This is an optimization exercise on Yosys and OpenROAD, whose aim is small area and a short achievable clock period, not a production implementation. RTL that was checked went through simulation tests only; none was proved equivalent to the original. For runs 1 and 2, only the layout was checked, not whether the RTL still works. Power and IR drop assume default switching activity.

==> flow/design.v <==
module cvt_lane (
    input  wire        clk,
    input  wire        rst,
    input  wire        in_valid,
    input  wire [31:0] in_src,       
    input  wire [7:0]  in_e,         
    input  wire [3:0]  in_fmt,       
    input  wire [1:0]  in_rm,        
    input  wire        in_sat,       
    input  wire [23:0] in_u,         
    output reg         out_valid,
    output reg  [31:0] out_res,      
    output reg         out_invalid,
    output reg         out_overflow
);
    function automatic [10:0] add11(input [10:0] a, input [10:0] b, input cin);
        reg [10:0] g, p, G, P;
        integer i;
        begin
            g = a & b;
            p = a ^ b;
            G = g;
            P = p;
            for (i = 10; i >= 1; i = i - 1) begin G[i] = G[i] | (P[i] & G[i-1]); P[i] = P[i] & P[i-1]; end
            for (i = 10; i >= 2; i = i - 1) begin G[i] = G[i] | (P[i] & G[i-2]); P[i] = P[i] & P[i-2]; end
            for (i = 10; i >= 4; i = i - 1) begin G[i] = G[i] | (P[i] & G[i-4]); P[i] = P[i] & P[i-4]; end
            for (i = 10; i >= 8; i = i - 1) begin G[i] = G[i] | (P[i] & G[i-8]); P[i] = P[i] & P[i-8]; end
            add11[0] = p[0] ^ cin;
            for (i = 1; i <= 10; i = i + 1)
                add11[i] = p[i] ^ (G[i-1] | (P[i-1] & cin));
        end
    endfunction
    reg va, vb, vc;
    always @(posedge clk) begin
        if (rst) begin
            va <= 1'b0; vb <= 1'b0; vc <= 1'b0; out_valid <= 1'b0;
        end else begin
            va <= in_valid; vb <= va; vc <= vb; out_valid <= vc;
        end
    end
    wire [7:0] E0 = in_src[30:23];
    reg        a_s, a_sat;
    reg [22:0] a_F;
    reg [7:0]  a_E, a_e;
    reg [3:0]  a_fmt;
    reg        a_sr;
    reg [23:0] a_u;
    always @(posedge clk) begin
        a_s   <= in_src[31];
        a_F   <= in_src[22:0];
        a_E   <= E0;
        a_e   <= in_e;
        a_fmt <= in_fmt;
        a_sr  <= (in_rm == 2'd1);
        a_sat <= in_sat;
        a_u   <= {in_u[23:1], (in_rm == 2'd1) ? in_u[0] : (in_rm == 2'd0)};
    end
    wire               Ez1 = ~|a_E;
    wire               Ex1 = &a_E;
    wire        [22:0] F1  = a_F;
    wire               Fz1 = ~|F1;
    wire signed [10:0] X1  = add11({3'b000, a_E}, ~{{3{a_e[7]}}, a_e}, 1'b1);   
    wire nan1  = Ex1 & ~Fz1;
    wire snan1 = nan1 & ~F1[22];
    wire inf1  = Ex1 & Fz1;
    wire zero1 = Ez1 & Fz1;
    wire i_int1 = a_fmt[3];
    wire i_e5_1 = ~a_fmt[3] & a_fmt[2];
    wire i_e4_1 = ~a_fmt[3] & ~a_fmt[2] & a_fmt[1] & a_fmt[0];
    wire i_h_1  = ~a_fmt[3] & ~a_fmt[2] & a_fmt[1] & ~a_fmt[0];
    wire i_bf_1 = ~a_fmt[3] & ~a_fmt[2] & ~a_fmt[1] & a_fmt[0];
    wire i_sp_1 = ~a_fmt[3] & ~a_fmt[2] & ~a_fmt[1] & ~a_fmt[0];
    wire [2:0] fc1 = {a_fmt[3] | a_fmt[2], a_fmt[3] | a_fmt[1], a_fmt[3] ? a_fmt[2] : a_fmt[0]};
    reg [4:0] clz1;
    integer k;
    always @(*) begin
        clz1 = 5'd23;
        for (k = 0; k < 23; k = k + 1)
            if (F1[k]) clz1 = 5'd22 - k[4:0];
    end
    wire [4:0] lzf1 = Ez1 ? clz1 : 5'd0;
    wire [23:0] M1 = {~Ez1, F1};
    reg [8:0] C1;
    reg [4:0] nn1;
    reg [8:0] Ymax1, Ymin1;
    always @(*) begin
        C1    = ({9{i_int1}} & 9'd150) | ({9{i_e5_1}} & 9'd134) | ({9{i_e4_1}} & 9'd141) |
                ({9{i_h_1}}  & 9'd126) | ({9{i_bf_1}} & 9'd17)  | ({9{i_sp_1}} & 9'd1);
        nn1   = ({5{i_e5_1}} & 5'd21)  | ({5{i_e4_1}} & 5'd20)  | ({5{i_h_1}}  & 5'd13) |
                ({5{i_bf_1}} & 5'd16);
        Ymax1 = ({9{i_e5_1 | i_h_1}} & 9'd142) | ({9{i_e4_1}} & 9'd135) |
                ({9{i_bf_1 | i_sp_1}} & 9'd254);
        Ymin1 = ({9{i_e5_1 | i_h_1}} & 9'd113) | ({9{i_e4_1}} & 9'd121) |
                ({9{i_bf_1 | i_sp_1}} & 9'd1);
    end
    wire signed [10:0] nsub32 = add11({2'd0, C1} + 11'd32, ~X1, ~Ez1);
    wire        [6:0]  nnrm32 = {2'd0, nn1} + 7'd32 - {2'd0, lzf1} - {6'd0, Ez1};
    wire signed [10:0] Y1     = add11(X1, ~{6'd0, lzf1}, 1'b1);           
    wire               normal1 = ~i_int1 & ~zero1 & (Ez1 ? (Y1 >= $signed({2'd0, Ymin1}))
                                                         : (X1 >= $signed({2'd0, Ymin1})));
    wire        [6:0]  shs1   = nsub32[10] ? 7'd0 : (|nsub32[9:7]) ? 7'd127 : nsub32[6:0];
    wire        [6:0]  sh1    = normal1 ? nnrm32 : shs1;
    wire               yeq1    = ~Ez1 & (X1 == $signed({2'd0, Ymax1}));
    wire               fbig1   = ~Ez1 & ((X1 > $signed({2'd0, Ymax1})) | (i_e4_1 & yeq1 & (&F1[22:20])));
    wire               ibig1   = (nsub32 <= 11'sd23);
    wire               spec1   = nan1 | inf1;
    reg [23:0] Mx1;
    reg [7:0]  efx1;
    always @(*) begin
        if (i_int1) begin
            Mx1  = 24'd0;
            efx1 = 8'd0;
        end else if (nan1 | (inf1 & i_e4_1)) begin
            Mx1  = i_e4_1 ? 24'hF0_0000 : 24'hC0_0000;
            efx1 = i_e4_1 ? 8'h0F : (i_h_1 | i_e5_1) ? 8'h1F : 8'hFF;
        end else if (inf1) begin
            Mx1  = 24'h80_0000;
            efx1 = (i_h_1 | i_e5_1) ? 8'h1F : 8'hFF;
        end else begin
            Mx1  = i_sp_1 ? 24'hFF_FFFF : i_bf_1 ? 24'hFF_0000 : i_h_1 ? 24'hFF_E000 : 24'hE0_0000;
            efx1 = i_e4_1 ? 8'h0F : (i_h_1 | i_e5_1) ? 8'h1E : 8'hFE;
        end
    end
    wire        force1 = spec1 | (~i_int1 & fbig1);
    wire [23:0] Mb1    = force1 ? Mx1 : M1;
    wire [7:0]  ef1    = force1 ? efx1 :
                         ~normal1 ? 8'd0 :
                         i_e4_1 ? {4'd0, ~Y1[3], Y1[2:0]} :
                         (i_h_1 | i_e5_1) ? {3'd0, ~Y1[4], Y1[3:0]} : Y1[7:0];
    wire        big1   = i_int1 ? (~nan1 & (ibig1 | inf1)) : (fbig1 & ~spec1);
    wire        inv1   = i_int1 ? spec1 : (snan1 | (inf1 & i_e4_1));
    wire        s1     = a_s & ~nan1;
    reg        b_s, b_big, b_yeq, b_sat, b_inv;
    reg [23:0] b_M, b_u;
    reg [6:0]  b_sh;
    reg [7:0]  b_ef;
    reg [2:0]  b_fmt;
    reg        b_sr;
    always @(posedge clk) begin
        b_s     <= s1;
        b_M     <= Mb1;
        b_sh    <= sh1;
        b_big   <= big1;
        b_yeq   <= yeq1 & ~spec1;
        b_ef    <= ef1;
        b_fmt   <= fc1;
        b_sr    <= a_sr;
        b_sat   <= a_sat;
        b_u     <= a_u;
        b_inv   <= inv1;
    end
    wire [79:0] win2  = {b_M, 56'd0} >> b_sh;
    wire [31:0] kept2 = win2[55:24];
    wire [23:0] frac2 = win2[23:0];
    wire ru2 = b_sr ? (frac2 > b_u) : (b_u[0] & frac2[23] & ((|frac2[22:0]) | kept2[0]));
    wire i_int2 = b_fmt[2] & b_fmt[1];
    wire i_i8_2 = b_fmt[2] & b_fmt[1] & ~b_fmt[0];
    wire i_e5_2 = b_fmt[2] & ~b_fmt[1];
    wire i_e4_2 = ~b_fmt[2] & b_fmt[1] & b_fmt[0];
    wire i_h_2  = ~b_fmt[2] & b_fmt[1] & ~b_fmt[0];
    wire i_bf_2 = ~b_fmt[2] & ~b_fmt[1] & b_fmt[0];
    reg [31:0] val2;
    always @(*) begin
        if (i_i8_2)      val2 = {24'd0, kept2[7:0] ^ {8{b_s}}};
        else if (i_int2) val2 = kept2 ^ {32{b_s}};
        else if (i_e5_2) val2 = {24'd0, b_s, b_ef[4:0], kept2[1:0]};
        else if (i_e4_2) val2 = {24'd0, b_s, b_ef[3:0], kept2[2:0]};
        else if (i_h_2)  val2 = {16'd0, b_s, b_ef[4:0], kept2[9:0]};
        else if (i_bf_2) val2 = {16'd0, b_s, b_ef[7:0], kept2[6:0]};
        else             val2 = {b_s, b_ef[7:0], kept2[22:0]};
    end
    wire m_top2 = i_e5_2 ? (&kept2[1:0]) :
                  i_e4_2 ? (kept2[2:0] == 3'b110) :
                  i_h_2  ? (&kept2[9:0]) :
                  i_bf_2 ? (&kept2[6:0]) : (&kept2[22:0]);
    wire late2  = b_yeq & m_top2;
    wire ov8a2  = b_big | (|kept2[31:8]) | (kept2[7] & (~b_s | (|kept2[6:0])));
    wire ov8b2  = b_s ? kept2[7] : (&kept2[6:0]);
    wire ov32a2 = b_big | (kept2[31] & (~b_s | (|kept2[30:0])));
    wire ova2   = i_int2 ? (b_sat & (i_i8_2 ? ov8a2 : ov32a2)) : b_big;
    wire ovb2   = i_int2 ? (b_sat & i_i8_2 & ov8b2) : late2;
    reg        c_s, c_ru, c_ova, c_ovb, c_inv;
    reg [31:0] c_val;
    reg [2:0]  c_fmt;
    always @(posedge clk) begin
        c_s    <= b_s;
        c_val  <= val2;
        c_ru   <= ru2;
        c_ova  <= ova2;
        c_ovb  <= ovb2;
        c_fmt  <= b_fmt;
        c_inv  <= b_inv;
    end
    wire i_int3 = c_fmt[2] & c_fmt[1];
    wire i_i8_3 = c_fmt[2] & c_fmt[1] & ~c_fmt[0];
    wire        inc_c = i_int3 ? (c_s ^ c_ru) : (c_ru & ~c_ovb);
    wire [31:0] inc3  = c_val + {31'd0, inc_c};
    wire        isat3 = c_ova | (c_ovb & c_ru);
    wire [31:0] bnd3  = i_i8_3 ? {24'd0, c_s, {7{~c_s}}} : {c_s, {31{~c_s}}};
    wire [31:0] res3  = (i_int3 & isat3) ? bnd3 : {inc3[31:9], inc3[8] & ~i_i8_3, inc3[7:0]};
    wire        ovf3  = i_int3 ? (isat3 & ~c_inv) : (c_ova | (c_ovb & c_ru));
    always @(posedge clk) begin
        out_res      <= res3;
        out_invalid  <= c_inv;
        out_overflow <= ovf3;
    end
endmodule
==> flow/flow/run.sh <==
#!/bin/bash
# Own flow: the standard layout, with one change to synthesis: the
# combinational logic is mapped by flow/abc_area.script (a delay-targeted
# map with area recovery, then ABC's buffering and sizing) and Yosys's
# full/half-adder extraction is skipped.  Registers, their names and their
# cells are exactly as in the standard synthesis.  Every input port gets a
# buf_1 buffer and every output port a buf_2 (the standard flow puts
# clkdlybuf4s50_1 on both).
set -euo pipefail
W=$PWD
rm -rf "$W/scripts_own"
cp -r "$FLOW_HOME/scripts" "$W/scripts_own"
sed -i -e 's/^  extract_fa .*$/  # extract_fa skipped/' \
       -e 's/^  techmap -map \$::env(ADDER_MAP_FILE)$/  # adder map skipped/' \
       "$W/scripts_own/synth.tcl"
grep -q "extract_fa skipped" "$W/scripts_own/synth.tcl"
cp "$W/flow/abc_area.script" "$W/scripts_own/abc_area.script"
# port buffers: buf_1 on the inputs, buf_2 on the outputs
sed -i 's/^    buffer_ports {\*}\[env_var_or_empty BUFFER_PORTS_ARGS\]$/    buffer_ports -inputs -buffer_cell sky130_fd_sc_hd__buf_1\n    buffer_ports -outputs -buffer_cell sky130_fd_sc_hd__buf_2/' \
    "$W/scripts_own/global_place.tcl"
grep -q "buffer_ports -outputs" "$W/scripts_own/global_place.tcl"
bash "$W/standard.sh" SCRIPTS_DIR="$W/scripts_own" finish > "$W/standard.log" 2>&1
==> flow/flow/abc_area.script <==
strash
dch
map -D 2400
strash
dch
map -D 2400
topo
stime -c
buffer -c
upsize -c
dnsize -c
==> flow/standard.sh <==
#!/bin/bash
# synth_recipe.tcl (not shown) runs the flow's synth.tcl, then flattens the netlist and writes it again
# the make line also repeats each setting of config.mk as NAME=value (left out here)
make -C /OpenROAD-flow-scripts/flow DESIGN_CONFIG=/design/flow/config.mk WORK_HOME=/design/flow/orfs CLKGATE_MAP_FILE= SYNTH_SCRIPT=/design/flow/synth_recipe.tcl "${@:-finish}"
==> flow/config.mk <==
export PLATFORM = sky130hd
export DESIGN_NAME = cvt_lane
export DESIGN_NICKNAME = cvt_lane
export VERILOG_FILES = /design/flow/design.v
export SDC_FILE = /design/flow/constraint.sdc
export NUM_CORES = 4
export LEC_CHECK = 0
export ABC_AREA = 1
export CAP_MARGIN = 20
export CORE_MARGIN = 2
export CORE_UTILIZATION = 60
export CTS_CLUSTER_DIAMETER = 100
export CTS_CLUSTER_SIZE = 30
export GPL_TIMING_DRIVEN = 0
export PLACE_DENSITY = 0.75
export SETUP_SLACK_MARGIN = 0.5
export SLEW_MARGIN = 60
==> flow/constraint.sdc <==
create_clock -name core_clock -period 15.0 [get_ports {clk}]
set_input_delay 3.0000 -clock core_clock [delete_from_list [all_inputs] [get_ports {clk}]]
set_output_delay 3.0000 -clock core_clock [all_outputs]
set_load 0.01 [all_outputs]
==> summary.md, run 1 <==
| Metric | Value |
|---|---|
| First-pass GRT wire length | `54900 um` |
| Detailed Route Iter0 Violations | `1342` |
| GR peak layer | `met2` |
| Tot GR Track Use | `0.348` |
| Chip Width | `140 um` |
| Syn Nets | `1691` |
| Actual slew at the worst max-slew pin | `0.589 ns` |
| Slew HR | `0.603` |
| Async SR Flop Fraction | `0` |
| Post_cts resized | `0` |
| CP Data Required Time | `15.41 ns` |
| Synth Area per Inst | `6.90 sq um` |
| Drt total wl | `35100 um` |
| Post-route cell area | `0.0122 sq mm` |
| Clock-pin slew on the worst setup and hold paths | `0.11 ns` |
| Number of global-route vias before repair | `11000` |
| DRT antenna net count | `0` |
| Power Total | `1.73 mW` |
| Max_cap viols | `0` |
| Setup ws final | `11.05 ns` |
| Outcome | `no timing/DRC/antenna violations` |
| Clock latency (worst-skew pair) | `0.48 ns` |
| Hold Path Class | `register to register` |
| Core Area | `0.0181 sq mm` |
| Fmax | `0.253 GHz` |
| N_diodes | `0` |
| Met2 Usage GRT | `0.570` |
| Worst r2r path cells | `18` |
| RSZ-0062 raised after global routing | `no` |
| Clk_skew | `0.0194 ns` |
| Yosys reg bits | `220` |
| Fin util | `0.676` |
| Final Hold Slack | `0.329 ns` |
| DP HPWL | `27600 um` |
| Fin crit share | `0.263` |
| Placed cells | `1954` |
| Filler cells | `1548` |
| Quantity of I/O buffers inserted on ports | `108` |
| Setup TNS | `0 ns` |
| Post-layout nets | `1812` |
| Static leakage | `5.38 nW` |
| Synthesized area | `0.0112 sq mm` |
| TritonCTS sink count | `220` |
| Setup bufs post-CTS | `0` |
| Post-route minimum period | `3.95 ns` |
| Drt drc | `0` |
| Seq/Total Area, Yosys | `0.395` |
| Top-count cell post-synth | `nand2_1` |
| Clk root buf | `clkbuf_16` |
| H-tree Lvls | `1` |
| Reg2reg setup slack | `11.05 ns` |
| Synth Warn # | `1` |
| Biggest area consumer among synthesized cells | `dfxtp_1` |
| Remaining Overflow, GRT | `0` |
| PwrDens | `142 mW/mm^2` |
| Hold Buf Count CTS | `0` |
| DRT Pass-1 Iters | `6` |
| Crit end category | `register` |
| Initial core utilization | `0.617` |
| Initial antenna violation count | `0` |
| Top cells by area, synth | `dfxtp_1 (39%), nand2_1 (12%), nor2_1 (6.3%)` |
| Num rows | `49` |
| Setup WS pre-CTS | `11.26 ns` |
| Ys flop type | `dfxtp_1` |
| Vias | `11700` |
| CTS tree | `done` |
| Worst reg2reg endpoint | `c_ru` |
| CTS buffer count | `11` |
| WHS Endpoint | `b_u[9]` |
| Min-Delay Path Depth | `0` |
| CP max FO | `10` |
| Share of the synthesized area in the top cell type | `0.395` |
| Syn Inst Count | `1617` |
| Crit Path Category | `register to register` |
| Finish-stage setup viols | `0` |
| Max VDD drop | `0.000145 V` |
| Layout Cells excl Fill | `1968` |
| EDFF count, synth | `0` |
| Largest net degree at the start of global routing | `31` |
| Final Hold Fails | `0` |
| Post-synth top cells | `nand2_1 (362), dfxtp_1 (220), nor2_1 (187), inv_1 (186), o21ai_0 (130)` |
| Placed cell area | `0.0119 sq mm` |
| Yosys cell types | `67` |
| Longest Clk Path Bufs | `3` |
| Grt met1 use | `0.474` |
| I/O pin total | `109` |
| Die ar. | `0.0197 sq mm` |
| Arrival time worst endpoint | `4.36 ns` |
| Vias per inst | `5.95` |
| Layout cells sized above 1 | `0.0794` |
| Hold Path Origin | `a_u[9]` |
| GP Congestion | `1.03` |
| DR WL/cell | `17.9 um` |
| Area added between synthesis and finish | `9.54%` |
| Pins Over Slew Limit | `0` |
| Die H | `140 um` |
| Startpoint Class | `register` |
| Met3 Use GR | `0.0646` |
| FF-to-FF Start | `b_sh[0]` |
logic make-up (layout without fill, tap and decap cells):
kind of cell / after synthesis / in the layout / synth area share
adder cells (fa/ha/maj): 1 / 1 / 0.00101
buffers and inverters: 256 / 378 / 0.0887
AO/OA/AOI/OAI: 379 / 379 / 0.205
AND/OR/NAND/NOR: 732 / 732 / 0.286
flip-flops: 220 / 220 / 0.395
multiplexers: 4 / 4 / 0.00359
XOR/XNOR: 25 / 25 / 0.0203
sequential cells by signal, summed over array words and instances (netlist names), 7 cells and up:
register and flops:
b_M 24, b_u 24, out_res 32, a_F 23
b_ef 8, a_u 24, c_val 32, a_E 8
a_e 8, b_sh 7
cell usage in the layout (no fill, tap or decap), types with 23 or more instances in the layout:
master      n
a31oi_1    26
o22ai_1    26
nand3_1    55
inv_1     186
dfxtp_1   220
o21ai_1    35
a21oi_1    76
nor3_1     28
buf_1      77
clkbuf_1   43
o21ai_0   121
nor2_1    183
buf_2      43
nand2_1   362
o31ai_1    23
how the worst max path moves through the flow:
stage | start | to | slack (ns) | cells past startpoint
global placement | b_sh[0] | c_ova | 11.36 | 14
detailed placement | b_sh[0] | c_ru | 11.26 | 17
finish | b_sh[0] | c_ru | 11.05 | 18
CTS | out_res[29] | out_res[29] | 11.05 | 1
global route | b_sh[0] | c_ru | 10.68 | 17
floorplan | out_invalid | out_invalid | 11.67 | 0
worst max-delay path, stage by stage, from the launching register on:
cell and delay (ns):
dfxtp_1 0.39, buf_2 0.24, buf_2 0.27, a21oi_1 0.16, o21ai_0 0.28, o21ai_0 0.22, o21ai_0 0.35, nor2_1 0.07
a31oi_1 0.47, nor2_1 0.18, nand2_1 0.11, o21ai_0 0.13, nor3_1 0.25, nand2_1 0.14, a21oi_1 0.19, nand3_1 0.11
a21oi_1 0.14, a211oi_1 0.06, o22ai_1 0.11
layout make-up:
class,instances,area [sq um],share of cell area
timing repair buffer,108,449,0.0367
tap,229,287,0.0234
sequential,220,4400,0.360
clock inverter,2,25.0,0.00205
inverter,199,747,0.0611
clock buffer,12,279,0.0228
multi-input combinational,1141,5790,0.474
buffer,57,243,0.0199
routing by layer:
layer  vias up  routed length [um]  share of wire
met5         -                   0              0
met3        94                3520           0.10
met4         0                 894          0.025
li1       5618                   -              -
met2       649               15800           0.45
met1      5341               14900           0.42
power by group:
| part | internal [mW] | total [mW] | leakage (nW) | switching (mW) |
|---|---|---|---|---|
| combinational | 0.211 | 0.706 | 3.39 | 0.495 |
| sequential | 0.661 | 0.706 | 1.84 | 0.0454 |
| clock | 0.137 | 0.320 | 0.148 | 0.182 |
| total | 1.01 | 1.73 | 5.38 | 0.723 |
==> run 2, diff against run 1 <==
--- a/flow/config.mk
+++ b/flow/config.mk
@@ -8,10 +8,9 @@
 export ABC_AREA = 1
 export CAP_MARGIN = 20
 export CORE_MARGIN = 2
-export CORE_UTILIZATION = 60
+export CORE_UTILIZATION = 70
 export CTS_CLUSTER_DIAMETER = 100
 export CTS_CLUSTER_SIZE = 30
-export GPL_TIMING_DRIVEN = 0
-export PLACE_DENSITY = 0.75
+export PLACE_DENSITY = 0.85
 export SETUP_SLACK_MARGIN = 0.5
 export SLEW_MARGIN = 60
==> summary.md, run 2 <==
| Metric | Value |
|---|---|
| Clk_skew | `0.0194 ns` |
| Biggest area consumer among synthesized cells | `dfxtp_1` |
| Most used cell, CP | `o21ai_0` |
| CP Data Required Time | `15.36 ns` |
| Async SR Flop Fraction | `0` |
| First-pass GRT wire length | `50100 um` |
| Fin util | `0.766` |
| CTS tree | `done` |
| Area added between synthesis and finish | `7.92%` |
| Static leakage | `5.31 nW` |
| Fmax | `0.237 GHz` |
| Pins Over Slew Limit | `0` |
| Clock latency (worst-skew pair) | `0.48 ns` |
| Layout Cells excl Fill | `1904` |
| Cell breakdown of the critical path | `clkinv_1 > o21ai_0 > inv_1 > o21ai_0 > nor2_1 > o21ai_0 > nor2_1 > nand2_1 > o21ai_0 > a21oi_1 > nand4_1 > nor4_1 > o21ai_0 > o21ai_0 > o22ai_1` |
| Share of the synthesized area in the top cell type | `0.395` |
| H-tree Lvls | `1` |
| Chip Width | `130 um` |
| Yosys cell types | `67` |
| Startpoint Class | `register` |
| Synth Area in Compound Gates | `0.205` |
| Synthesized area | `0.0112 sq mm` |
| Remaining Overflow, GRT | `0` |
| Detailed Route Iter0 Violations | `1608` |
| Layout cells sized above 1 | `0.0854` |
| GR peak layer | `met2` |
| Top cells by area, synth | `dfxtp_1 (39%), nand2_1 (12%), nor2_1 (6.3%)` |
| Initial antenna violation count | `0` |
| Quantity of I/O buffers inserted on ports | `108` |
| Final Hold Fails | `0` |
| Slowest-stage cell, CP | `dfxtp_2` |
| Setup bufs post-CTS | `0` |
| Synth Area per Inst | `6.90 sq um` |
| GP Congestion | `1.07` |
| Vias per inst | `6.07` |
| DRT Pass-1 Iters | `6` |
| Actual slew at the worst max-slew pin | `0.635 ns` |
| Placed cells | `1890` |
| CP max FO | `30` |
| Fin crit share | `0.282` |
| Max_cap viols | `0` |
| Hold Path Class | `register to register` |
| Met3 Use GR | `0.0590` |
| Vias | `11600` |
| CTS buffer count | `11` |
| Crit end category | `register` |
| TritonCTS sink count | `220` |
| Largest net degree at the start of global routing | `44` |
| Outcome | `no timing/DRC/antenna violations` |
| Core Area | `0.0157 sq mm` |
| DP HPWL | `24600 um` |
| Post-synth top cells | `nand2_1 (362), dfxtp_1 (220), nor2_1 (187), inv_1 (186), o21ai_0 (130)` |
| Crit Path Category | `register to register` |
| Reg2reg setup slack | `10.78 ns` |
| Synth Warn # | `1` |
| Synthesized-area fraction occupied by adder cells | `0.00101` |
| Post-route minimum period | `4.22 ns` |
| EDFF count, synth | `0` |
| Seq/Total Area, Yosys | `0.395` |
| Yosys reg bits | `220` |
| Grt met1 use | `0.498` |
| Syn Nets | `1691` |
| Ys flop type | `dfxtp_1` |
| Filler cells | `1195` |
| DRT antenna net count | `0` |
| Arrival time worst endpoint | `4.58 ns` |
| Multiplexer area fraction after synthesis | `0.00359` |
| RSZ-0062 raised after global routing | `no` |
| Initial core utilization | `0.710` |
| Met2 Usage GRT | `0.606` |
| Num rows | `46` |
| Longest Clk Path Bufs | `3` |
| Largest family of logic cells by synthesized area | `simple AND/OR/NAND/NOR gates` |
| Number of global-route vias before repair | `10500` |
| Top flop regs | `c_val (32), out_res (32)` |
| XOR/XNOR Fraction of Synth Area | `0.0203` |
| Post-layout nets | `1761` |
| Syn Inst Count | `1617` |
| DR WL/cell | `16.8 um` |
| Worst stage delay on the critical path | `0.63 ns` |
| Die H | `130 um` |
| Top-count cell post-synth | `nand2_1` |
| Post_cts resized | `0` |
| Finish-stage setup viols | `0` |
| Power Total | `1.69 mW` |
| Clk root buf | `clkbuf_16` |
| Most frequent cells in the layout | `nand2_1 (361), dfxtp_1 (217), nor2_1 (181)` |
| Tot GR Track Use | `0.372` |
| I/O pin total | `109` |
| Post-synthesis simple-gate area fraction | `0.286` |
| Die ar. | `0.0170 sq mm` |
| Setup TNS | `0 ns` |
| PwrDens | `140 mW/mm^2` |
| Max VDD drop | `0.000136 V` |
| Slew HR | `0.572` |
| Hold Buf Count CTS | `0` |
| Drt total wl | `32000 um` |
| Commonest non-fill, non-tap cell in the layout | `nand2_1` |
| Clock-pin slew on the worst setup and hold paths | `0.10 ns` |
| Drt drc | `0` |
==> run 2: cell counts after synthesis <==
Identical to the previous run, type by type.
==> run 2: through the flow <==
stage | cell area [sq um] | hold WS, ns | setup WS [ns]
after floorplan | 11200 | 0.310 | 11.67
after global placement | 11700 | 0.310 | 10.96
after detailed placement | 11700 | 0.313 | 11.15
after CTS | 12000 | 0.330 | 11.04
after global routing | 12000 | 0.335 | 10.39
final | 12000 | 0.330 | 10.78
==> run 2: cell type report <==
cell class / count / area [sq um] / area share
antenna: 1 / 2.50 / 0.000208
timing repair buffer: 114 / 494 / 0.0410
sequential: 220 / 4410 / 0.366
tap: 216 / 270 / 0.0224
multi-input combinational: 1141 / 5820 / 0.483
inverter: 199 / 748 / 0.0621
clock buffer: 11 / 275 / 0.0229
clock inverter: 2 / 27.5 / 0.00229
==> run 2: path summary, 6_finish.rpt <==
check / from / cells past startpoint / endpoint
max reg2reg: b_sh[0] / 15 / c_ru
min reg2reg: a_u[13] / 0 / b_u[13]
max: b_sh[0] / 15 / c_ru
min: a_u[13] / 0 / b_u[13]
==> run 2: kinds of logic after synthesis <==
kind of cell	after synthesis
and+or+nand+nor	732
AOI/OAI and AO/OA	379
buffers and inverters	256
DFF	220
xor gates and xnor gates	25
muxes	4
adders and majority gates	1
==> run 2: report_power, final <==
group,switching [mW],total [mW],leakage (nW),internal [mW]
Sequential,0.0567,0.718,1.84,0.661
Combinational,0.451,0.652,3.32,0.201
Clock,0.182,0.319,0.149,0.137
Total,0.689,1.69,5.31,1.00
==> run 2: layer usage <==
| layer | part of all wire | routed length [um] |
|---|---|---|
| met1 | 0.40 | 12900 |
| met2 | 0.45 | 14500 |
| met3 | 0.11 | 3390 |
| met4 | 0.038 | 1220 |
| met5 | 0 | 0 |
==> run 2: worst max-delay path, delay by kind of cell, from the launching register on <==
| family | cells | cell delay [ns] |
|---|---|---|
| buffers and inverters | 2 | 0.64 |
| AO/OA/AOI/OAI | 8 | 2.02 |
| flip-flops | 1 | 0.63 |
| AND/OR/NAND/NOR | 5 | 0.83 |
==> run 3, diff against run 2 <==
--- a/flow/design.v
+++ b/flow/design.v
@@ -96,8 +96,8 @@
     wire signed [10:0] nsub32 = add11({2'd0, C1} + 11'd32, ~X1, ~Ez1);
     wire        [6:0]  nnrm32 = {2'd0, nn1} + 7'd32 - {2'd0, lzf1} - {6'd0, Ez1};
     wire signed [10:0] Y1     = add11(X1, ~{6'd0, lzf1}, 1'b1);           
-    wire               normal1 = ~i_int1 & ~zero1 & (Ez1 ? (Y1 >= $signed({2'd0, Ymin1}))
-                                                         : (X1 >= $signed({2'd0, Ymin1})));
+    wire signed [10:0] Xm1    = add11(X1, ~{2'd0, Ymin1}, 1'b1);
+    wire               normal1 = ~i_int1 & ~zero1 & ~Xm1[10] & ((|Xm1[9:5]) | (Xm1[4:0] >= lzf1));
     wire        [6:0]  shs1   = nsub32[10] ? 7'd0 : (|nsub32[9:7]) ? 7'd127 : nsub32[6:0];
     wire        [6:0]  sh1    = normal1 ? nnrm32 : shs1;
     wire               yeq1    = ~Ez1 & (X1 == $signed({2'd0, Ymax1}));
==> flow/flow/abc_area.script (replaced) <==
strash
dch
map -D 2400
topo
stime -c
buffer -c
upsize -c
dnsize -c
--- a/flow/config.mk
+++ b/flow/config.mk
@@ -8,9 +8,9 @@
 export ABC_AREA = 1
 export CAP_MARGIN = 20
 export CORE_MARGIN = 2
-export CORE_UTILIZATION = 70
+export CORE_UTILIZATION = 60
 export CTS_CLUSTER_DIAMETER = 100
 export CTS_CLUSTER_SIZE = 30
-export PLACE_DENSITY = 0.85
+export PLACE_DENSITY = 0.75
 export SETUP_SLACK_MARGIN = 0.5
 export SLEW_MARGIN = 60
==> summary.md, run 3 <==
| Metric | Value |
|---|---|
| CP top delay family | `flip-flops` |
| Quantity of I/O buffers inserted on ports | `108` |
| I/O pin total | `109` |
| Synthesized-area fraction occupied by adder cells | `0.000883` |
| Die ar. | `0.0200 sq mm` |
| Clock-pin slew on the worst setup and hold paths | `0.10 ns` |
| Actual slew at the worst max-slew pin | `0.602 ns` |
| Most frequent cells in the layout | `nand2_1 (292), nor2_1 (233), dfxtp_1 (216)` |
| Async SR Flop Fraction | `0` |
| Vias | `11000` |
| DP HPWL | `24200 um` |
| Fmax | `0.255 GHz` |
| Post-synthesis simple-gate area fraction | `0.285` |
| Vias per inst | `5.72` |
| Post_cts resized | `0` |
| Arrival time worst endpoint | `0.92 ns` |
| Core Area | `0.0186 sq mm` |
| Largest net degree at the start of global routing | `39` |
| Syn Nets | `1680` |
| Num rows | `50` |
| Layout cells sized above 1 | `0.0898` |
| Seq/Total Area, Yosys | `0.388` |
| Largest family of logic cells by synthesized area | `simple AND/OR/NAND/NOR gates` |
| Post-layout nets | `1755` |
| Biggest area consumer among synthesized cells | `dfxtp_1` |
| RSZ-0062 raised after global routing | `no` |
| Outcome | `no timing/DRC/antenna violations` |
| Top-count cell post-synth | `nand2_1` |
| Final Hold Fails | `0` |
| Finish-stage setup viols | `0` |
| Syn Inst Count | `1606` |
| Post-route minimum period | `3.92 ns` |
| Multiplexer area fraction after synthesis | `0.0106` |
| Top cells by area, synth | `dfxtp_1 (39%), nand2_1 (9.7%), nor2_1 (7.9%)` |
| Crit end category | `output pin` |
| Net Sw Frac | `0.420` |
| Max_cap viols | `0` |
| TritonCTS sink count | `220` |
| Initial core utilization | `0.608` |
| Clock power frac | `0.173` |
| Drt drc | `0` |
| CP max FO | `1` |
| Initial antenna violation count | `0` |
| Layout Cells excl Fill | `1915` |
| First-pass GRT wire length | `48500 um` |
| Pins Over Slew Limit | `0` |
| NetSw | `769 uW` |
| Internal power | `1.06 mW` |
| Chip Width | `141 um` |
| Worst Path Buf+Inv | `1` |
| Synth Area in Compound Gates | `0.205` |
| Clk root buf | `clkbuf_16` |
| Yosys reg bits | `220` |
| Post-synth top cells | `nand2_1 (293), nor2_1 (238), dfxtp_1 (220), inv_1 (169), o21ai_0 (110)` |
| DRT antenna net count | `0` |
| Slowest-stage cell, CP | `dfxtp_1` |
| Synth Area per Inst | `7.06 sq um` |
| Die H | `141 um` |
| Number of global-route vias before repair | `10100` |
| H-tree Lvls | `1` |
| Worst stage delay on the critical path | `0.32 ns` |
| Tot GR Track Use | `0.296` |
| Setup TNS | `0 ns` |
| Static leakage | `5.32 nW` |
| DRT Pass-1 Iters | `6` |
| Cell breakdown of the critical path | `buf_2` |
| Synth Warn # | `1` |
| Hold Buf Count CTS | `0` |
| Placed cells | `1902` |
| CTS buffer count | `11` |
| CTS tree | `done` |
| Longest Clk Path Bufs | `3` |
| Crit Path Category | `register to output pin` |
| Max VDD drop | `0.0000981 V` |
| Commonest non-fill, non-tap cell in the layout | `nand2_1` |
| Filler cells | `1691` |
| Slew HR | `0.595` |
| Clock latency (worst-skew pair) | `0.48 ns` |
| Setup bufs post-CTS | `0` |
| PwrDens | `149 mW/mm^2` |
| Gate power share | `0.422` |
| N_diodes | `0` |
| GP Congestion | `1.05` |
| Share of the synthesized area in the top cell type | `0.388` |
| Top flop regs | `c_val (32), out_res (32)` |
| Sequential Power Share | `0.405` |
| CP Data Required Time | `12.00 ns` |
| Synthesized area | `0.0113 sq mm` |
| Clk_skew | `0.0137 ns` |
| Detailed Route Iter0 Violations | `1025` |
| Hold Path Class | `register to register` |
| XOR/XNOR Fraction of Synth Area | `0.0282` |
| Startpoint Class | `register` |
| Drt total wl | `30100 um` |
| Yosys cell types | `69` |
| DR WL/cell | `15.7 um` |
| Remaining Overflow, GRT | `0` |
| Area added between synthesis and finish | `8.17%` |
| Ys flop type | `dfxtp_1` |
| Fin crit share | `0.261` |
| EDFF count, synth | `0` |
run 3: changes by cell type after synthesis, moves of 17 or more:
| cell | change |
|---|---|
| o21ai_1 | +27 |
| nor2_1 | +51 |
| nand3_1 | -24 |
| o21ai_0 | -20 |
| inv_1 | -17 |
| a21oi_1 | -18 |
| a22oi_1 | +24 |
| nand2_1 | -69 |
run 3: per-layer routing:
metal  GRT usage  up-vias  routed length [um]
met3      0.0310      127                1910
met5           0        -                   0
met4       0.143        0                1470
met1       0.352     4833               12100
met2       0.534      481               14700
li1            -     5511                   -
run 3: power by group through the flow:
stage                     logic (mW)  registers [mW]  clock network (mW)
after floorplan                0.566           0.737                   0
after global placement         0.745           0.750                   0
after detailed placement       0.756           0.754                   0
after CTS                      0.759           0.741               0.325
after global routing           0.864           0.753               0.346
final                          0.773           0.742               0.317
run 3: final cells by class:
cell class              instances  area [sq um]  share of cell area
multi-input cells            1147          6050               0.493
inverters                     184           697              0.0568
well taps                     234           293              0.0239
clock buffers                  12           279              0.0227
clock inverters                 1          20.0             0.00163
flip-flops and latches        220          4410               0.359
repair buffers                117           517              0.0421
run 3: worst paths after layout:
check | startpoint | end | slack, ns | cells after the start
max | out_res[7] | out_res[7] | 11.08 | 1
min | a_u[9] | b_u[9] | 0.33 | 0
max reg2reg | b_sh[0] | c_ova | 11.31 | 14
min reg2reg | a_u[9] | b_u[9] | 0.33 | 0
run 3: kinds of logic after synthesis:
logic type      Yosys count
compound gates          382
mux                      12
simple gates            717
fa+ha+maj                 1
buf+inv                 239
xor+xnor                 35
flops                   220
run 3: through the flow:
step / instance area (sq um) / setup WS [ns] / util / power [mW] / hold WS [ns]
floorplan: 11300 / 11.67 / - / 1.30 / 0.310
global placement: 11900 / 11.08 / 0.639 / 1.49 / 0.311
detailed placement: 12000 / 11.43 / 0.642 / 1.51 / 0.312
CTS: 12300 / 11.06 / 0.658 / 1.82 / 0.335
global route: 12300 / 11.03 / 0.658 / 1.96 / 0.341
finish: 12300 / 11.08 / 0.658 / 1.83 / 0.335
==> run 4, diff against run 3 <==
--- a/flow/design.v
+++ b/flow/design.v
@@ -96,8 +96,8 @@
     wire signed [10:0] nsub32 = add11({2'd0, C1} + 11'd32, ~X1, ~Ez1);
     wire        [6:0]  nnrm32 = {2'd0, nn1} + 7'd32 - {2'd0, lzf1} - {6'd0, Ez1};
     wire signed [10:0] Y1     = add11(X1, ~{6'd0, lzf1}, 1'b1);           
-    wire signed [10:0] Xm1    = add11(X1, ~{2'd0, Ymin1}, 1'b1);
-    wire               normal1 = ~i_int1 & ~zero1 & ~Xm1[10] & ((|Xm1[9:5]) | (Xm1[4:0] >= lzf1));
+    wire               normal1 = ~i_int1 & ~zero1 & (Ez1 ? (Y1 >= $signed({2'd0, Ymin1}))
+                                                         : (X1 >= $signed({2'd0, Ymin1})));
     wire        [6:0]  shs1   = nsub32[10] ? 7'd0 : (|nsub32[9:7]) ? 7'd127 : nsub32[6:0];
     wire        [6:0]  sh1    = normal1 ? nnrm32 : shs1;
     wire               yeq1    = ~Ez1 & (X1 == $signed({2'd0, Ymax1}));
@@ -130,7 +130,7 @@
     wire        big1   = i_int1 ? (~nan1 & (ibig1 | inf1)) : (fbig1 & ~spec1);
     wire        inv1   = i_int1 ? spec1 : (snan1 | (inf1 & i_e4_1));
     wire        s1     = a_s & ~nan1;
-    reg        b_s, b_big, b_yeq, b_sat, b_inv;
+    reg        b_s, b_big, b_ys, b_inv;
     reg [23:0] b_M, b_u;
     reg [6:0]  b_sh;
     reg [7:0]  b_ef;
@@ -141,11 +141,10 @@
         b_M     <= Mb1;
         b_sh    <= sh1;
         b_big   <= big1;
-        b_yeq   <= yeq1 & ~spec1;
+        b_ys    <= i_int1 ? a_sat : (yeq1 & ~spec1);    
         b_ef    <= ef1;
         b_fmt   <= fc1;
         b_sr    <= a_sr;
-        b_sat   <= a_sat;
         b_u     <= a_u;
         b_inv   <= inv1;
     end
@@ -173,12 +172,12 @@
                   i_e4_2 ? (kept2[2:0] == 3'b110) :
                   i_h_2  ? (&kept2[9:0]) :
                   i_bf_2 ? (&kept2[6:0]) : (&kept2[22:0]);
-    wire late2  = b_yeq & m_top2;
+    wire late2  = b_ys & m_top2;
     wire ov8a2  = b_big | (|kept2[31:8]) | (kept2[7] & (~b_s | (|kept2[6:0])));
     wire ov8b2  = b_s ? kept2[7] : (&kept2[6:0]);
     wire ov32a2 = b_big | (kept2[31] & (~b_s | (|kept2[30:0])));
-    wire ova2   = i_int2 ? (b_sat & (i_i8_2 ? ov8a2 : ov32a2)) : b_big;
-    wire ovb2   = i_int2 ? (b_sat & i_i8_2 & ov8b2) : late2;
+    wire ova2   = i_int2 ? (b_ys & (i_i8_2 ? ov8a2 : ov32a2)) : b_big;
+    wire ovb2   = i_int2 ? (b_ys & i_i8_2 & ov8b2) : late2;
     reg        c_s, c_ru, c_ova, c_ovb, c_inv;
     reg [31:0] c_val;
     reg [2:0]  c_fmt;
==> flow/flow/abc_area.script (replaced) <==
strash
dch
map -D 2400
strash
dch
map -D 2400
topo
stime -c
buffer -c
upsize -c
dnsize -c
--- a/flow/config.mk
+++ b/flow/config.mk
@@ -6,11 +6,12 @@
 export NUM_CORES = 4
 export LEC_CHECK = 0
 export ABC_AREA = 1
-export CAP_MARGIN = 20
+export CAP_MARGIN = 50
 export CORE_MARGIN = 2
 export CORE_UTILIZATION = 60
+export CTS_BUF_LIST = sky130_fd_sc_hd__clkbuf_8 sky130_fd_sc_hd__clkbuf_16
 export CTS_CLUSTER_DIAMETER = 100
 export CTS_CLUSTER_SIZE = 30
 export PLACE_DENSITY = 0.75
 export SETUP_SLACK_MARGIN = 0.5
-export SLEW_MARGIN = 60
+export SLEW_MARGIN = 70
==> summary.md, run 4 <==
| Metric | Value |
|---|---|
| Yosys cell types | `66` |
| Slowest-stage cell, CP | `dfxtp_1` |
| Tot GR Track Use | `0.310` |
| Crit end category | `output pin` |
| Quantity of I/O buffers inserted on ports | `108` |
| Startpoint Class | `register` |
| PwrDens | `148 mW/mm^2` |
| Arrival time worst endpoint | `0.93 ns` |
| Post-synth top cells | `nand2_1 (346), dfxtp_1 (219), inv_1 (202), nor2_1 (195), o21ai_0 (125)` |
| Top-count cell post-synth | `nand2_1` |
| Post-synthesis simple-gate area fraction | `0.281` |
| Static leakage | `5.35 nW` |
| Placed cell area | `0.0117 sq mm` |
| I/O pin total | `109` |
| Most frequent cells in the layout | `nand2_1 (344), dfxtp_1 (212), inv_1 (194)` |
| CTS tree | `done` |
| Slew HR | `0.677` |
| H-tree Lvls | `1` |
| Largest net degree at the start of global routing | `40` |
| Yosys reg bits | `219` |
| CP top delay family | `flip-flops` |
| Finish-stage setup viols | `0` |
| Layout cells sized above 1 | `0.0962` |
| Fin util | `0.670` |
| Cell breakdown of the critical path | `buf_2` |
| Area added between synthesis and finish | `9.56%` |
| Number of global-route vias before repair | `10000` |
| Worst stage delay on the critical path | `0.33 ns` |
| Chip Width | `140 um` |
| Outcome | `no timing/DRC/antenna violations` |
| XOR/XNOR Fraction of Synth Area | `0.0191` |
| Synth Area in Compound Gates | `0.206` |
| Top flop regs | `c_val (32), out_res (32)` |
| Worst Path Buf+Inv | `1` |
| GP Congestion | `1.02` |
| Filler cells | `1654` |
| Synth Area per Inst | `6.88 sq um` |
| Area occupied by multi-input gates | `0.00575 sq mm` |
| Async SR Flop Fraction | `0` |
| Syn Nets | `1677` |
| CP max FO | `1` |
| Seq/Total Area, Yosys | `0.398` |
| Clock latency (worst-skew pair) | `0.47 ns` |
| Commonest non-fill, non-tap cell in the layout | `nand2_1` |
| Largest family of logic cells by synthesized area | `simple AND/OR/NAND/NOR gates` |
| Actual slew at the worst max-slew pin | `0.480 ns` |
| Top cells by area, synth | `dfxtp_1 (40%), nand2_1 (12%), inv_1 (6.9%)` |
| CP Data Required Time | `12.00 ns` |
| Final Hold Slack | `0.328 ns` |
| Remaining Overflow, GRT | `0` |
| Share of the synthesized area in the top cell type | `0.398` |
| Ys flop type | `dfxtp_1` |
| Fin crit share | `0.262` |
| Clock-pin slew on the worst setup and hold paths | `0.10 ns` |
| Power Total | `1.79 mW` |
| Setup bufs post-CTS | `0` |
| Synth Warn # | `1` |
| Die ar. | `0.0195 sq mm` |
| Reg area | `0.00440 sq mm` |
| Vias per inst | `5.74` |
| Synthesized-area fraction occupied by adder cells | `0` |
| DRT Pass-1 Iters | `6` |
| Fmax | `0.255 GHz` |
| Die H | `140 um` |
| Crit Path Category | `register to output pin` |
| Initial core utilization | `0.612` |
| Drt total wl | `30500 um` |
| RSZ-0062 raised after global routing | `no` |
| DRT antenna net count | `0` |
| Max VDD drop | `0.000172 V` |
| Biggest area consumer among synthesized cells | `dfxtp_1` |
| EDFF count, synth | `0` |
| Vias | `11000` |
| Hold Path Class | `register to register` |
| Final Hold Fails | `0` |
| DR WL/cell | `15.9 um` |
| Pins Over Slew Limit | `0` |
| Hold Buf Count CTS | `0` |
| Post-layout nets | `1756` |
| Num rows | `49` |
| Post-route cell area | `0.0121 sq mm` |
| TritonCTS sink count | `219` |
| Reg2reg setup slack | `11.23 ns` |
| Detailed Route Iter0 Violations | `1146` |
| Syn Inst Count | `1603` |
| Longest Clk Path Bufs | `3` |
| CTS buffer count | `11` |
| Setup TNS | `0 ns` |
| Synthesized area | `0.0110 sq mm` |
| DP HPWL | `24300 um` |
| Max_cap viols | `0` |
| Clk_skew | `0.0223 ns` |
| Initial antenna violation count | `1` |
| Core Area | `0.0180 sq mm` |
| Post_cts resized | `0` |
| N_diodes | `0` |
| Clk root buf | `clkbuf_16` |
| Multiplexer area fraction after synthesis | `0.00363` |
| Drt drc | `0` |
| First-pass GRT wire length | `49600 um` |
| Post-route minimum period | `3.93 ns` |
==> run 4: area by class of cell <==
cell class                      instances  share of cell area
Clock buffer                           11              0.0228
Timing Repair Buffer                  118              0.0436
Clock inverter                          4             0.00238
Tap cell                              229              0.0237
Multi-Input combinational cell       1117               0.476
Sequential cell                       219               0.364
Inverter                              215              0.0675
==> run 4: routing by layer <==
layer | wire length (um) | global-route usage
met4 | 788 | 0.0832
met1 | 14000 | 0.440
met5 | 0 | 0
met3 | 2440 | 0.0506
met2 | 13300 | 0.494
==> run 4: report_power, final <==
part / leakage [nW] / switching [mW] / total (mW) / internal (mW)
registers: 1.84 / 0.0766 / 0.745 / 0.668
logic: 3.36 / 0.501 / 0.735 / 0.234
clock network: 0.155 / 0.174 / 0.311 / 0.137
total: 5.35 / 0.752 / 1.79 / 1.04
==> run 4: cell families (layout without fill, tap and decap cells) <==
logic type | Yosys count | count (layout)
flip-flops | 219 | 219
XOR/XNOR | 24 | 24
AO/OA/AOI/OAI | 373 | 373
buffers and inverters | 267 | 348
AND/OR/NAND/NOR | 716 | 716
multiplexers | 4 | 4
==> run 4: through the flow <==
step,std cells,setup slack [ns]
finish,1913,11.07
CTS,1913,11.06
detailed placement,1898,11.39
global route,1913,10.85
floorplan,1603,11.67
global placement,1895,10.97
==> run 4: final timing paths <==
path | cells past startpoint | start | to
worst min register to register | 0 | a_u[6] | b_u[6]
worst max-delay path | 1 | out_res[27] | out_res[27]
worst max register to register | 15 | b_sh[1] | c_ru
worst min-delay path | 0 | a_u[6] | b_u[6]
==> run 5, diff against run 4 <==
--- a/flow/config.mk
+++ b/flow/config.mk
@@ -9,7 +9,6 @@
 export CAP_MARGIN = 50
 export CORE_MARGIN = 2
 export CORE_UTILIZATION = 60
-export CTS_BUF_LIST = sky130_fd_sc_hd__clkbuf_8 sky130_fd_sc_hd__clkbuf_16
 export CTS_CLUSTER_DIAMETER = 100
 export CTS_CLUSTER_SIZE = 30
 export PLACE_DENSITY = 0.75
==> summary.md, run 5 <==
| Metric | Value |
|---|---|
| Initial antenna violation count | `1` |
| Sequential Power Share | `0.416` |
| Area added between synthesis and finish | `9.56%` |
| Worst Path Buf+Inv | `1` |
| Clock power frac | `0.174` |
| CTS tree | `done` |
| Biggest area consumer among synthesized cells | `dfxtp_1` |
| CP top delay family | `flip-flops` |
| Crit Path Category | `register to output pin` |
| Number of global-route vias before repair | `10000` |
| DRT antenna net count | `0` |
| Clk root buf | `clkbuf_16` |
| DR WL/cell | `15.9 um` |
| Crit end category | `output pin` |
| Reg2reg setup slack | `11.26 ns` |
| Hold Buf Count CTS | `0` |
| First-pass GRT wire length | `49600 um` |
| Slowest-stage cell, CP | `dfxtp_1` |
| Internal power | `1.04 mW` |
| Layout cells sized above 1 | `0.0962` |
| RSZ-0062 raised after global routing | `no` |
| Setup bufs post-CTS | `0` |
| Die ar. | `0.0195 sq mm` |
| Worst Setup SP | `out_res[27]` |
| Actual slew at the worst max-slew pin | `0.460 ns` |
| N_diodes | `0` |
| Max_cap viols | `0` |
| Fin crit share | `0.262` |
| Hold Path Class | `register to register` |
| Clk_skew | `0.0211 ns` |
| Remaining Overflow, GRT | `0` |
| I/O pin total | `109` |
| Synth Warn # | `1` |
| EDFF count, synth | `0` |
| CP max FO | `1` |
| Outcome | `no timing/DRC/antenna violations` |
| Top-count cell post-synth | `nand2_1` |
| Finish-stage setup viols | `0` |
| Setup TNS | `0 ns` |
| Clock latency (worst-skew pair) | `0.47 ns` |
| CP Depth | `1` |
| Gate power share | `0.410` |
| Slew HR | `0.691` |
| Worst stage delay on the critical path | `0.33 ns` |
| Top cells by area, synth | `dfxtp_1 (40%), nand2_1 (12%), inv_1 (6.9%)` |
| Post-layout nets | `1756` |
| Commonest non-fill, non-tap cell in the layout | `nand2_1` |
| Clock-pin slew on the worst setup and hold paths | `0.10 ns` |
| Tot GR Track Use | `0.310` |
| Drt total wl | `30500 um` |
| Final Hold Slack | `0.328 ns` |
| Quantity of I/O buffers inserted on ports | `108` |
| NetSw | `752 uW` |
| Post_cts resized | `0` |
| DP HPWL | `24300 um` |
| Worst r2r path cells | `15` |
| Final Hold Fails | `0` |
| DRT Pass-1 Iters | `6` |
| Chip Width | `140 um` |
| Arrival time worst endpoint | `0.93 ns` |
| Longest Clk Path Bufs | `3` |
| Syn Inst Count | `1603` |
| Post-route minimum period | `3.93 ns` |
| Top flop regs | `c_val (32), out_res (32)` |
| CTS buffer count | `11` |
| FF-to-FF Start | `b_sh[1]` |
| H-tree Lvls | `1` |
| Largest net degree at the start of global routing | `40` |
| Seq/Total Area, Yosys | `0.398` |
| Syn Nets | `1677` |
| Detailed Route Iter0 Violations | `1146` |
| GP Congestion | `1.02` |
| Yosys reg bits | `219` |
| Most frequent cells in the layout | `nand2_1 (344), dfxtp_1 (212), inv_1 (193)` |
| CP Data Required Time | `12.00 ns` |
| Initial core utilization | `0.612` |
| Max VDD drop | `0.000172 V` |
| TritonCTS sink count | `219` |
| Async SR Flop Fraction | `0` |
| Synthesized area | `0.0110 sq mm` |
| Fin util | `0.670` |
| Net Sw Frac | `0.420` |
| CP endpoint | `out_res[27]` |
| Fmax | `0.255 GHz` |
| Share of the synthesized area in the top cell type | `0.398` |
| Drt drc | `0` |
| Worst reg2reg endpoint | `c_ru` |
| Core Area | `0.0180 sq mm` |
| Pins Over Slew Limit | `0` |
| PwrDens | `148 mW/mm^2` |
| Vias per inst | `5.77` |
| Static leakage | `5.35 nW` |
| Cell breakdown of the critical path | `buf_2` |
| Num rows | `49` |
| Synth Area per Inst | `6.88 sq um` |
| Yosys cell types | `66` |
| Ys flop type | `dfxtp_1` |
| Post-synth top cells | `nand2_1 (346), dfxtp_1 (219), inv_1 (202), nor2_1 (195), o21ai_0 (125)` |
| Vias | `11000` |
| Startpoint Class | `register` |
| Die H | `140 um` |
## run 5: cell counts after synthesis
Identical to the previous run, type by type.
## run 5: layer usage
metal  global-route usage  wire [um]  up-vias
met4               0.0832        763        0
met1                0.440      13800     5016
met5                    0          0        -
met2                0.494      13300      488
li1                     -          -     5478
met3               0.0506       2570       48
## run 5: power groups by stage
stage	registers, mW	clock network, mW	logic [mW]
final	0.745	0.312	0.735
after global routing	0.754	0.335	0.822
after CTS	0.741	0.319	0.708
after detailed placement	0.755	0	0.705
after global placement	0.750	0	0.693
after floorplan	0.731	0	0.516
## run 5: area by class of cell
| cell class | count | area [sq um] |
|---|---|---|
| Clock buffer | 12 | 279 |
| Clock inverter | 3 | 25.0 |
| Fill cell | 1654 | 5950 |
| Inverter | 215 | 816 |
| Multi-Input combinational cell | 1117 | 5750 |
| Sequential cell | 219 | 4400 |
| Tap cell | 229 | 287 |
| Timing Repair Buffer | 118 | 527 |
## run 5: logic make-up (layout without fill, tap and decap cells)
| logic type | count (synthesis) | in the layout | share of synthesized area |
|---|---|---|---|
| AOI/OAI and AO/OA | 373 | 373 | 0.206 |
| xor gates and xnor gates | 24 | 24 | 0.0191 |
| buffers and inverters | 267 | 348 | 0.0926 |
| DFF | 219 | 219 | 0.398 |
| muxes | 4 | 4 | 0.00363 |
| and+or+nand+nor | 716 | 716 | 0.281 |
## run 5: stage by stage
step                      area [sq um]  setup slack [ns]  power, mW  cells
after global placement           11600             10.97       1.44   1895
after floorplan                  11000             11.67       1.25   1603
after global routing             12100             10.85       1.91   1913
final                            12100             11.07       1.79   1913
after detailed placement         11700             11.39       1.46   1898
after CTS                        12000             11.06       1.77   1913
## run 5: worst min path at each step
stage          depth (start not counted)  slack (ns)     from  endpoint
3_3_place_gp                           0        0.31  a_u[10]   b_u[10]
4_1_cts                                0        0.33   a_u[6]    b_u[6]
2_1_floorplan                          0        0.31     a_sr      b_sr
3_5_place_dp                           0        0.31   a_u[1]    b_u[1]
5_1_grt                                0        0.33   a_u[6]    b_u[6]
6_report                               0        0.33   a_u[6]    b_u[6]
==> run 6, diff against run 5 <==
--- a/flow/config.mk
+++ b/flow/config.mk
@@ -6,11 +6,11 @@
 export NUM_CORES = 4
 export LEC_CHECK = 0
 export ABC_AREA = 1
-export CAP_MARGIN = 50
+export CAP_MARGIN = 20
 export CORE_MARGIN = 2
 export CORE_UTILIZATION = 60
 export CTS_CLUSTER_DIAMETER = 100
 export CTS_CLUSTER_SIZE = 30
 export PLACE_DENSITY = 0.75
 export SETUP_SLACK_MARGIN = 0.5
-export SLEW_MARGIN = 70
+export SLEW_MARGIN = 60
==> summary.md, run 6 <==
| Metric | Value |
|---|---|
| First-pass GRT wire length | `49800 um` |
| Biggest area consumer among synthesized cells | `dfxtp_1` |
| Chip Width | `140 um` |
| Syn Inst Count | `1603` |
| CP Data Required Time | `12.00 ns` |
| Startpoint Class | `register` |
| Drt total wl | `30600 um` |
| Post_cts resized | `0` |
| GP Congestion | `1.02` |
| Core Area | `0.0180 sq mm` |
| Setup TNS | `0 ns` |
| Arrival time worst endpoint | `0.92 ns` |
| Fin crit share | `0.262` |
| Num rows | `49` |
| CP max FO | `1` |
| Ys flop type | `dfxtp_1` |
| Slowest-stage cell, CP | `dfxtp_1` |
| Setup bufs post-CTS | `0` |
| Crit end category | `output pin` |
| Clk_skew | `0.0141 ns` |
| Initial core utilization | `0.612` |
| Cell breakdown of the critical path | `buf_2` |
| Pins Over Slew Limit | `0` |
| Remaining Overflow, GRT | `0` |
| Async SR Flop Fraction | `0` |
| Synthesized area | `0.0110 sq mm` |
| Seq/Total Area, Yosys | `0.398` |
| Most frequent cells in the layout | `nand2_1 (345), dfxtp_1 (215), inv_1 (195)` |
| DR WL/cell | `16.0 um` |
| Hold Buf Count CTS | `0` |
| Synth Area per Inst | `6.88 sq um` |
| Layout cells sized above 1 | `0.0844` |
| I/O pin total | `109` |
| Vias per inst | `5.72` |
| Syn Nets | `1677` |
| DP HPWL | `24200 um` |
| Post-synth top cells | `nand2_1 (346), dfxtp_1 (219), inv_1 (202), nor2_1 (195), o21ai_0 (125)` |
| Worst Path Buf+Inv | `1` |
| CTS buffer count | `11` |
| DRT antenna net count | `0` |
| Outcome | `no timing/DRC/antenna violations` |
| Share of the synthesized area in the top cell type | `0.398` |
| Area added between synthesis and finish | `8.64%` |
| N_diodes | `0` |
| Max_cap viols | `0` |
| Clk root buf | `clkbuf_16` |
| PwrDens | `150 mW/mm^2` |
| Layout Cells excl Fill | `1911` |
| Clock latency (worst-skew pair) | `0.47 ns` |
| Die H | `140 um` |
| EDFF count, synth | `0` |
| Slew HR | `0.619` |
| Fmax | `0.255 GHz` |
| Top-count cell post-synth | `nand2_1` |
| CTS tree | `done` |
| Die ar. | `0.0195 sq mm` |
| Largest net degree at the start of global routing | `40` |
| Max VDD drop | `0.000149 V` |
| Static leakage | `5.32 nW` |
| Vias | `10900` |
| Longest Clk Path Bufs | `3` |
| Detailed Route Iter0 Violations | `1256` |
| Top cells by area, synth | `dfxtp_1 (40%), nand2_1 (12%), inv_1 (6.9%)` |
| Hold Path Class | `register to register` |
| DRT Pass-1 Iters | `6` |
| Post-layout nets | `1754` |
| Tot GR Track Use | `0.311` |
| Top flop regs | `c_val (32), out_res (32)` |
| Yosys cell types | `66` |
| Placed cells | `1895` |
| Synth Warn # | `1` |
| CP top delay family | `flip-flops` |
| H-tree Lvls | `1` |
| Yosys reg bits | `219` |
| Post-route cell area | `0.0120 sq mm` |
| Initial antenna violation count | `0` |
| Post-route minimum period | `3.92 ns` |
| Worst stage delay on the critical path | `0.33 ns` |
| Crit Path Category | `register to output pin` |
| Actual slew at the worst max-slew pin | `0.565 ns` |
| TritonCTS sink count | `219` |
| Commonest non-fill, non-tap cell in the layout | `nand2_1` |
| Clock-pin slew on the worst setup and hold paths | `0.11 ns` |
| Placed cell area | `0.0116 sq mm` |
| Final Hold Fails | `0` |
| Drt drc | `0` |
| RSZ-0062 raised after global routing | `no` |
| Number of global-route vias before repair | `10000` |
| Quantity of I/O buffers inserted on ports | `108` |
| Finish-stage setup viols | `0` |
run 6: cell type report:
| class | instances | area (sq um) |
|---|---|---|
| clock inverter | 3 | 47.5 |
| inverter | 215 | 810 |
| fill | 1652 | 6050 |
| multi-input combinational | 1117 | 5660 |
| timing repair buffer | 116 | 509 |
| sequential | 219 | 4390 |
| clock buffer | 12 | 279 |
| tap | 229 | 287 |
run 6: metal layers:
metal  track usage  wire [um]
met2         0.487      13300
met1         0.453      14100
met5             0          0
met3        0.0416       2470
met4        0.0868        802
run 6: final timing paths:
| kind | from | endpoint | slack (ns) | depth (start not counted) |
|---|---|---|---|---|
| worst min register to register | a_u[4] | b_u[4] | 0.32 | 0 |
| worst max-delay path | out_res[9] | out_res[9] | 11.08 | 1 |
| worst max register to register | b_sh[0] | c_ru | 11.11 | 19 |
| worst min-delay path | a_u[4] | b_u[4] | 0.32 | 0 |
run 6: kinds of logic (layout without fill, tap and decap cells):
| group | Yosys count | after routing | synth area share |
|---|---|---|---|
| and+or+nand+nor | 716 | 716 | 0.281 |
| AOI/OAI and AO/OA | 373 | 373 | 0.206 |
| buffers and inverters | 267 | 346 | 0.0926 |
| DFF | 219 | 219 | 0.398 |
| xor gates and xnor gates | 24 | 24 | 0.0191 |
| muxes | 4 | 4 | 0.00363 |
run 6: metrics by stage:
stage | worst slack, ns | util | power (mW) | hold WS [ns]
6_report | 11.08 | 0.665 | 1.80 | 0.321
5_1_grt | 10.62 | 0.665 | 1.92 | 0.326
4_1_cts | 11.06 | 0.663 | 1.78 | 0.323
3_5_place_dp | 11.18 | 0.645 | 1.45 | 0.312
3_3_place_gp | 10.97 | 0.644 | 1.44 | 0.310
2_1_floorplan | 11.67 | - | 1.25 | 0.310
run 6: where the power goes:
part | internal (mW) | leakage (nW) | switching (mW)
Sequential | 0.667 | 1.84 | 0.0757
Clock | 0.154 | 0.160 | 0.175
Combinational | 0.228 | 3.32 | 0.496
run 6: worst register-to-register path, stage by stage (launching register included):
cell and delay, ns:
dfxtp_2 0.66, inv_2 0.26, nand2_1 0.11, nand2_1 0.07, nand2_1 0.05, o21ai_0 0.12, nand2_1 0.09, o21ai_0 0.22
mux2i_1 0.38, nand2_1 0.08, o21ai_0 0.21, nor2_1 0.08, inv_1 0.10, o22ai_1 0.10, a211oi_1 0.20, o21ai_0 0.18
a2111oi_2 0.30, nand3_1 0.15, o41ai_1 0.30, o32ai_1 0.15
==> run 7, diff against run 6 <==
--- a/flow/config.mk
+++ b/flow/config.mk
@@ -13,4 +13,4 @@
 export CTS_CLUSTER_SIZE = 30
 export PLACE_DENSITY = 0.75
 export SETUP_SLACK_MARGIN = 0.5
-export SLEW_MARGIN = 60
+export SLEW_MARGIN = 80
==> summary.md, run 7 <==
| Metric | Value |
|---|---|
| Num rows | `49` |
| Drt drc | `0` |
| Chip Width | `140 um` |
| Crit Path Category | `register to output pin` |
| EDFF count, synth | `0` |
| CTS tree | `done` |
| Net Sw Frac | `0.425` |
| Post_cts resized | `0` |
| Startpoint Class | `register` |
| RSZ-0062 raised after global routing | `no` |
| Ys flop type | `dfxtp_1` |
| Setup bufs post-CTS | `0` |
| Yosys cell types | `66` |
| Die H | `140 um` |
| TritonCTS sink count | `219` |
| DR WL/cell | `16.7 um` |
| Sequential Power Share | `0.388` |
| Gate power share | `0.435` |
| Syn Nets | `1677` |
| GP Congestion | `1.02` |
| N_diodes | `0` |
| Worst stage delay on the critical path | `0.35 ns` |
| Setup TNS | `0 ns` |
| Share of the synthesized area in the top cell type | `0.398` |
| DRT Pass-1 Iters | `8` |
| DP HPWL | `24800 um` |
| H-tree Lvls | `1` |
| Max_cap viols | `0` |
| Fmax | `0.252 GHz` |
| Reg2reg setup slack | `11.34 ns` |
| Max VDD drop | `0.000149 V` |
| Synth Warn # | `1` |
| Core Area | `0.0180 sq mm` |
| DRT antenna net count | `0` |
| Clk root buf | `clkbuf_16` |
| Post-synth top cells | `nand2_1 (346), dfxtp_1 (219), inv_1 (202), nor2_1 (195), o21ai_0 (125)` |
| Synthesized area | `0.0110 sq mm` |
| Top-count cell post-synth | `nand2_1` |
| Slowest-stage cell, CP | `dfxtp_1` |
| Area added between synthesis and finish | `16.7%` |
| CP max FO | `1` |
| Number of global-route vias before repair | `10300` |
| Crit end category | `output pin` |
| Largest net degree at the start of global routing | `40` |
| Drt total wl | `32300 um` |
| CP top delay family | `flip-flops` |
| Hold Buf Count CTS | `0` |
| Remaining Overflow, GRT | `0` |
| CP Data Required Time | `12.00 ns` |
| Static leakage | `5.53 nW` |
| Initial core utilization | `0.612` |
| Final Hold Fails | `0` |
| Syn Inst Count | `1603` |
| Async SR Flop Fraction | `0` |
| Fin util | `0.714` |
| Synth Area per Inst | `6.88 sq um` |
| Post-route minimum period | `3.96 ns` |
| CTS buffer count | `11` |
| Top flop regs | `c_val (32), out_res (32)` |
| Tot GR Track Use | `0.323` |
| Clock latency (worst-skew pair) | `0.47 ns` |
| Placed cell area | `0.0122 sq mm` |
| PwrDens | `149 mW/mm^2` |
| Actual slew at the worst max-slew pin | `0.309 ns` |
| First-pass GRT wire length | `51500 um` |
| Most frequent cells in the layout | `nand2_1 (344), dfxtp_1 (203), inv_1 (187)` |
| Cell breakdown of the critical path | `buf_2` |
| Pins Over Slew Limit | `0` |
| Longest Clk Path Bufs | `3` |
| Outcome | `no timing/DRC/antenna violations` |
| Hold Path Class | `register to register` |
| Yosys reg bits | `219` |
| Top cells by area, synth | `dfxtp_1 (40%), nand2_1 (12%), inv_1 (6.9%)` |
| I/O pin total | `109` |
| Finish-stage setup viols | `0` |
| Die ar. | `0.0195 sq mm` |
| Worst Path Buf+Inv | `1` |
| Clock power frac | `0.176` |
| Initial antenna violation count | `0` |
| Detailed Route Iter0 Violations | `1278` |
| Quantity of I/O buffers inserted on ports | `108` |
| Filler cells | `1494` |
| Post-layout nets | `1776` |
| Layout cells sized above 1 | `0.156` |
| Biggest area consumer among synthesized cells | `dfxtp_1` |
| Commonest non-fill, non-tap cell in the layout | `nand2_1` |
| Vias per inst | `5.80` |
| Internal power | `1.11 mW` |
| Slew HR | `0.788` |
| NetSw | `817 uW` |
| Clk_skew | `0.0169 ns` |
| Clock-pin slew on the worst setup and hold paths | `0.10 ns` |
| Post-route cell area | `0.0129 sq mm` |
| Seq/Total Area, Yosys | `0.398` |
| Vias | `11200` |
| Arrival time worst endpoint | `0.96 ns` |
| Fin crit share | `0.264` |
[run 7: cell count changes in the layout (fill, tap and decap cells not counted), moves of 11 or more]
cell	delta
o22ai_1	-11
nor4_1	-12
o21ai_1	+29
dfxtp_1	-12
nor2_1	-20
o21ai_2	+19
o21ai_0	-48
[run 7: final timing paths]
kind,start,endpoint,cells past startpoint
setup / recovery,out_res[30],out_res[30],1
hold / removal,a_u[1],b_u[1],0
setup reg to reg,c_fmt[2],out_res[31],23
hold reg to reg,a_u[1],b_u[1],0
[run 7: final cells by class]
type | count | area (sq um) | share of cell area
tap | 229 | 287 | 0.0223
inverter | 215 | 842 | 0.0654
sequential | 219 | 4420 | 0.343
timing repair buffer | 138 | 674 | 0.0524
multi-input combinational | 1117 | 6310 | 0.490
clock buffer | 13 | 293 | 0.0227
clock inverter | 2 | 46.3 | 0.00360
[run 7: logic make-up (layout without fill, tap and decap cells)]
kind of cell,count (synthesis),after routing,share of synthesized area
XOR/XNOR,24,24,0.0191
flip-flops,219,219,0.398
multiplexers,4,4,0.00363
buffers and inverters,267,368,0.0926
AND/OR/NAND/NOR,716,716,0.281
AO/OA/AOI/OAI,373,373,0.206
[run 7: per-stage QoR]
stage / power (mW) / instances / setup slack (ns) / hold WS, ns
3_3_place_gp: 1.44 / 1895 / 10.97 / 0.310
6_report: 1.92 / 1933 / 11.04 / 0.331
4_1_cts: 1.86 / 1927 / 11.05 / 0.331
2_1_floorplan: 1.25 / 1603 / 11.67 / 0.310
5_1_grt: 2.04 / 1933 / 10.97 / 0.333
3_5_place_dp: 1.52 / 1912 / 11.47 / 0.312
[run 7: power by group through the flow]
stage / clock [mW] / combinational [mW] / sequential, mW
3_5_place_dp: 0 / 0.761 / 0.758
2_1_floorplan: 0 / 0.516 / 0.731
3_3_place_gp: 0 / 0.693 / 0.750
5_1_grt: 0.362 / 0.923 / 0.756
4_1_cts: 0.345 / 0.766 / 0.745
6_report: 0.339 / 0.838 / 0.747
[run 7: layer usage]
layer,GRT usage,up-vias,part of all wire
li1,-,5521,-
met1,0.456,5071,0.44
met2,0.515,559,0.44
met3,0.0430,66,0.089
met4,0.109,0,0.034
met5,0,-,0

-- port drivers added, routing unchanged --
No port has a modelled driver above. Below, the same layouts with a new extraction and two added sets of constraints.
Step 1 sets driving cells, clkbuf_16 on the clock port and buf_2 on the other inputs (assumed; they add their load-dependent delay and slew).
Step 2, shift: input delay + t, output delay - t, t = (earliest + latest rising clock arrival at the registers) / 2. This alone moves slack from input paths to output paths.
Three values: ideal ports, drivers, drivers and shift; two values: the first two.
run	shift t [ns]	slack for setup (ns)	worst hold slack (ns)	worst setup path after step 2	cell pins on the clock port's net
run 1	0.518	11.052 / 11.009 / 11.052	0.329 / 0.329 / 0.329	register to register	1
run 2	0.509	10.777 / 10.777 / 10.777	0.330 / 0.330 / 0.330	register to register	1
run 3	0.510	11.083 / 11.041 / 11.308	0.335 / 0.335 / 0.335	register to register	1
run 4	0.506	11.072 / 11.027 / 11.231	0.328 / 0.328 / 0.328	register to register	1
run 5	0.506	11.071 / 11.026 / 11.261	0.328 / 0.328 / 0.328	register to register	1
run 6	0.511	11.076 / 11.029 / 11.114	0.321 / 0.321 / 0.321	register to register	1
run 7	0.511	11.036 / 10.989 / 11.340	0.331 / 0.331 / 0.331	register to register	1
After both steps setup and hold are still met in every run listed.
